Context: an optimization exercise on an open-source flow, tuned for small area, a short achievable clock period and few clock cycles per item. The choices shown serve that exercise and are no tape-out recipe. RTL that was checked went through simulation tests only; none was proved equivalent to the original.

== run A ==
// sfl_frame_check
module sfl_frame_check (
    input  wire         clk,
    input  wire         rst,             
    input  wire         start,           
    input  wire [383:0] frame,           
    input  wire [31:0]  cid,
    input  wire [1:0]   conn_state,      
    input  wire [15:0]  last_seq,        
    input  wire [15:0]  connect_seq,     
    output wire         ready,
    output reg          done,
    output wire         accept,
    output wire         ok_a,
    output wire         ok_b,
    output reg          hdr_ok,
    output reg          seq_ok,
    output wire         restart,
    output wire [7:0]   lost,
    output wire [3:0]   conn,
    output wire [7:0]   kind,
    output wire [15:0]  seq,
    output wire [15:0]  echo
);
For scale: roughly 80 flip-flops, roughly 510 I/O pins, ~25000 um2 of cells after synthesis.
export LEC_CHECK = 0
export CAP_MARGIN = 20
export CORE_MARGIN = 2
export CORE_UTILIZATION = 30
export SLEW_MARGIN = 20
create_clock -name core_clock -period 10.0 [get_ports {clk}]
standard.sh (not shown) runs the stock make flow with config.mk's settings and CLKGATE_MAP_FILE= SYNTH_SCRIPT=/design/flow/synth_recipe.tcl, a recipe that flattens the netlist after the stock synthesis.
==> flow/flow/run.sh <==
#!/bin/bash
set -euo pipefail
MARGIN="${FLOW_SETUP_MARGIN:-6}"
bash standard.sh finish \
  "BUFFER_PORTS_ARGS=-buffer_cell sky130_fd_sc_hd__buf_1" \
  "SETUP_SLACK_MARGIN=${MARGIN}" > flow_make.log 2>&1
Testbench counts of run A, summed over its fixed seeds: cycles 16,000, frames 3,200.
Setup changes, run A to run B
# run A
export LEC_CHECK = 0
export CAP_MARGIN = 20
export CORE_MARGIN = 2
export CORE_UTILIZATION = 30
export SLEW_MARGIN = 20
create_clock -name core_clock -period 10.0 [get_ports {clk}]
# run B
export LEC_CHECK = 0
export CAP_MARGIN = 20
export CORE_MARGIN = 2
export CORE_UTILIZATION = 30
export SLEW_MARGIN = 20
export TNS_END_PERCENT = 0
create_clock -name core_clock -period 10.0 [get_ports {clk}]
diff --git a/flow/flow/run.sh b/flow/flow/run.sh
--- a/flow/flow/run.sh
+++ b/flow/flow/run.sh
@@ -3 +3 @@
-MARGIN="${FLOW_SETUP_MARGIN:-6}"
+MARGIN="${FLOW_SETUP_MARGIN:-5}"
## What came out
- Run B: PASS, flow complete, no timing, DRC or antenna violations
- Routability-driven placement congestion ratio: run B vs run A up about 1.5%
- Run B vs. run A: area fraction of clock buffers and clock inverters went up by 0.37 points.
- Cell type of the slowest stage on the worst timing path = sky130_fd_sc_hd__xnor2_1: run B; cell type of the slowest stage on the worst timing path = sky130_fd_sc_hd__xor3_2: run A
- Compared with run A, run B has less setup slack.
- Measured against run A, the routed wire length per instance of run B comes out at 1.06 times the reference value.
- Reported for run B and run A, die area turned out identical to the last digit.
- When run B is set beside run A, its via count of the first global-routing pass turns out to be 13% smaller.

* * *

Another version of the RTL of sfl_frame_check (not shown whole).
For scale: ~2500 cells after synthesis, ~220 flip-flops, ~510 I/O pins, about 0.025 mm² of cells after synthesis.
export LEC_CHECK = 0
export CAP_MARGIN = 20
export CORE_MARGIN = 2
export CORE_UTILIZATION = 40
export SETUP_SLACK_MARGIN = 5
export SLEW_MARGIN = 20
create_clock -name core_clock -period 10.0 [get_ports {clk}]
run.sh (not shown) runs the stock make flow with config.mk's settings and CLKGATE_MAP_FILE= SYNTH_SCRIPT=/design/flow/synth_recipe.tcl, a recipe that flattens the netlist after the stock synthesis.
Stock flow here: none of the scripts above is used.
The baseline completed without violations.
Change:
- SETUP_SLACK_MARGIN: 5 -> unset
Synthesized cell count does not change.
Register-to-register slack is worse by 0.09 ns.
Cell area stays flat.
Die area is unchanged.
Maximum frequency goes down by 1.6%.
Routed wire length stays flat.
Sequential share of layout area stays flat.
Final cell count stays the same.
Clock skew barely changes.
Flip-flop and latch count stays the same.
Change:
- ABC_CLOCK_PERIOD_IN_PS: unset -> 3000
- SETUP_SLACK_MARGIN: unset -> 5
Effect: Via count barely changes; hold slack barely changes; maximum frequency grows slightly; sequential cell count does not change; count of clock-buffer cells in the layout does not change; worst setup slack is better by 0.086 ns; global-route usage stays the same; clock skew hardly moves; routed wire length barely changes.
Change:
==> flow/flow/run.sh (new file) <==
#!/bin/bash
set -euo pipefail
MARGIN="${FLOW_SETUP_MARGIN:-7}"
bash standard.sh finish \
  "BUFFER_PORTS_ARGS=-buffer_cell sky130_fd_sc_hd__buf_1" \
  "SETUP_SLACK_MARGIN=${MARGIN}" > flow_make.log 2>&1
==> flow/standard.sh (new file) <==
#!/bin/bash
# synth_recipe.tcl (not shown) runs the flow's synth.tcl, then flattens the netlist and writes it again
# the make line also repeats each setting of config.mk as NAME=value (left out here)
make -C /OpenROAD-flow-scripts/flow DESIGN_CONFIG=/design/flow/config.mk WORK_HOME=/design/flow/orfs CLKGATE_MAP_FILE= SYNTH_SCRIPT=/design/flow/synth_recipe.tcl "${@:-finish}"
- ABC_CLOCK_PERIOD_IN_PS: 3000 -> unset
- SETUP_SLACK_MARGIN: 5 -> unset
removed: flow/run.sh
Effect:
- The changed run completed without violations
- global-route usage is higher by 2.9 points
- non-clock buffer count is higher by 304
- worst setup slack is better by 1.4 ns
- synthesized cell count is unchanged
- via count is higher by a little under a tenth
Function was not checked in any run of this note: the RTL went through the layout flow alone.

-- separate check: timing with driven ports --
No port has a modelled driver above. Below, the same layouts with a new extraction and two added sets of constraints. Step 1: set_driving_cell puts a clkbuf_16 on clk and a buf_2 on each other input, an assumption about the parent block. Step 2 also shifts input and output timing later by t, the mid clock arrival at the registers, as if the neighbouring blocks saw the same clock. Three values: no drivers, after step 1, after step 2; two values: the first two.
run	shift t [ns]	setup WS [ns]	worst setup path at the end	worst data-port slew with drivers (ns)
run A	0.495	5.423 / 5.450 / 4.955	input to register	0.32
run B	0.489	4.370 / 4.410 / 3.921	input to register	0.27
the first run of note 2	0.656	4.875 / 4.875 / 4.875	register to register	0.07
the second run of note 2	0.657	4.789 / 4.789 / 4.789	register to register	0.08
the third run of note 2	0.656	4.875 / 4.875 / 4.875	register to register	0.07
the fourth run of note 2	0.660	6.240 / 6.199 / 6.240	register to register	0.11
After both steps setup and hold are still met in every run listed. For run A, which loses most, drivers alone change the setup slack by +0.027 ns; drivers and shift together by -0.468 ns.
